From an optimization exercise on the open Yosys and OpenROAD flow, aimed at small area, a short achievable clock period and few clock cycles per item; shortcuts taken in it are not production practice. In this exercise RTL edits were held to simulation tests only and were not proved equivalent to the original.

==> trial 36 <==
// plate_backend
module plate_backend (
    input  wire        clk,
    input  wire        rst,           
    input  wire        in_valid,
    output wire        in_ready,
    input  wire [15:0] in_v,          
    input  wire [15:0] in_gain_f,     
    input  wire [15:0] in_gain_u,     
    input  wire [15:0] in_ofs_f,      
    input  wire [15:0] in_ofs_u,      
    input  wire [15:0] in_master,     
    input  wire [15:0] in_knee,       
    input  wire        in_split,      
    input  wire        in_dark,       
    input  wire [3:0]  in_depth,      
    input  wire [1:0]  in_dither,     
    input  wire [2:0]  in_px,         
    input  wire [2:0]  in_py,         
    input  wire [2:0]  in_t,          
    input  wire        in_lim_en,     
    input  wire [15:0] in_lim,        
    output wire        out_valid,
    input  wire        out_ready,
    output wire [13:0] out_code
);
==> flow/config.mk <==
export PLATFORM = sky130hd
export DESIGN_NAME = plate_backend
export DESIGN_NICKNAME = plate_backend
export VERILOG_FILES = /design/flow/design.v
export SDC_FILE = /design/flow/constraint.sdc
export NUM_CORES = 4
export LEC_CHECK = 0
export CAP_MARGIN = 20
export CORE_MARGIN = 2
export CORE_UTILIZATION = 40
export CTS_BUF_LIST = sky130_fd_sc_hd__clkbuf_4 sky130_fd_sc_hd__clkbuf_8 sky130_fd_sc_hd__clkbuf_16
export CTS_CLUSTER_DIAMETER = 80
export CTS_CLUSTER_SIZE = 24
export PLACE_DENSITY = 0.6
export SETUP_SLACK_MARGIN = 5
export SLEW_MARGIN = 20
==> flow/constraint.sdc <==
create_clock -name core_clock -period 11.0 [get_ports {clk}]
set_input_delay 2.2000 -clock core_clock [delete_from_list [all_inputs] [get_ports {clk}]]
set_output_delay 2.2000 -clock core_clock [all_outputs]
set_load 0.01 [all_outputs]
run.sh (not shown) runs the stock make flow with config.mk's settings and CLKGATE_MAP_FILE= SYNTH_SCRIPT=/design/flow/synth_recipe.tcl, a recipe that flattens the netlist after the stock synthesis.
==> trial 11: changes against trial 36 <==
- CORE_UTILIZATION: 40 -> 60
- CTS_BUF_LIST: sky130_fd_sc_hd__clkbuf_4 sky130_fd_sc_hd__clkbuf_8 sky130_fd_sc_hd__clkbuf_16 -> not set
- CTS_CLUSTER_DIAMETER: 80 -> not set
- CTS_CLUSTER_SIZE: 24 -> not set
- PLACE_DENSITY: 0.6 -> 0.72
==> build 13: changes against trial 36 <==
- SETUP_SLACK_MARGIN: 5 -> 4
==> results.rst <==
.. list-table::
   :header-rows: 1

   * - Metric
     - Value
   * - Result of the run
     - no timing/DRC/antenna violations
   * - Buffers plus inverters on the worst setup path
     - 3
   * - Met1 GRT Util
     - 0.234
   * - Multi-input logic portion of the cell area
     - 0.494
   * - Critical Path Sink
     - b_S4_s9[9]
   * - Highest-count cells in the layout ignoring fill and taps
     - 2839 x dfxtp_1, 1524 x fa_1, 1375 x inv_1, 1353 x nand2_1, 1107 x ha_1
   * - Aggregate routed wire length
     - between 300 and 400 mm
   * - Vias
     - approximately 94000
   * - Final design utilization
     - 0.435
   * - Via count of the first global-routing pass
     - 96543
That was build 13.
==> results.rst <==
.. list-table::
   :header-rows: 1

   * - Metric
     - Value
   * - Via count of the first global-routing pass
     - roughly 100k
   * - Aggregate routed wire length
     - around 350 mm
   * - Buffers plus inverters on the worst setup path
     - 2
   * - Result of the run
     - no timing/DRC/antenna violations
   * - Highest-count cells in the layout ignoring fill and taps
     - 2832 x dfxtp_1, 1524 x fa_1, 1374 x inv_1, 1347 x nand2_1, 1107 x ha_1
   * - Multi-input logic portion of the cell area
     - 0.486
   * - Final design utilization
     - 0.664
That was trial 11.
==> results.rst <==
.. list-table::
   :header-rows: 1

   * - Metric
     - Value
   * - Routing usage on met3
     - 0.0188
   * - Final design utilization
     - 0.435
   * - Result of the run
     - no timing/DRC/antenna violations
   * - Buffers plus inverters on the worst setup path
     - 4
   * - Via count of the first global-routing pass
     - between 90000 and 100k
   * - Highest-count cells in the layout ignoring fill and taps
     - 2829 x dfxtp_1, 1524 x fa_1, 1373 x inv_1, 1351 x nand2_1, 1107 x ha_1
   * - Aggregate routed wire length
     - roughly 340 mm
   * - Vias
     - 94165
That was trial 36.
Testbench counts of trial 36, summed over its fixed seeds: cycles 3,352, items 3,200.
Testbench counts of trial 11, summed over its fixed seeds: cycles 3,352, items 3,200.
Testbench counts of build 13, summed over its fixed seeds: cycles 3,352, items 3,200.

-- static timing again, ports no longer ideal --
In the flow no input, the clock included, has a driving cell. The finished layouts below were timed again as built, in two steps. Step 1 (the two cells are an assumption about what drives the block):
set clk [get_ports {clk}]
set_driving_cell -lib_cell sky130_fd_sc_hd__clkbuf_16 $clk
set_driving_cell -lib_cell sky130_fd_sc_hd__buf_2 [delete_from_list [all_inputs] $clk]
Step 2 times the ports against the registers' clock, not the clock port: input delays grow and output delays shrink by t, the midpoint of the rising clock arrivals with the driver on. a / b / c = no drivers / after step 1 / after step 2; a / b = the first two.
| run | shift t [ns] | setup slack, ns | worst setup path after step 2 | worst data-port slew with drivers (ns) |
|---|---|---|---|---|
| trial 36 | 0.996 | 5.387 / 5.387 / 5.387 | register to register | 0.13 |
| trial 11 | 0.978 | 5.134 / 5.134 / 5.134 | register to register | 0.04 |
| build 13 | 0.993 | 5.026 / 5.026 / 5.026 | register to register | 0.13 |
After both steps every run listed still meets setup and hold.
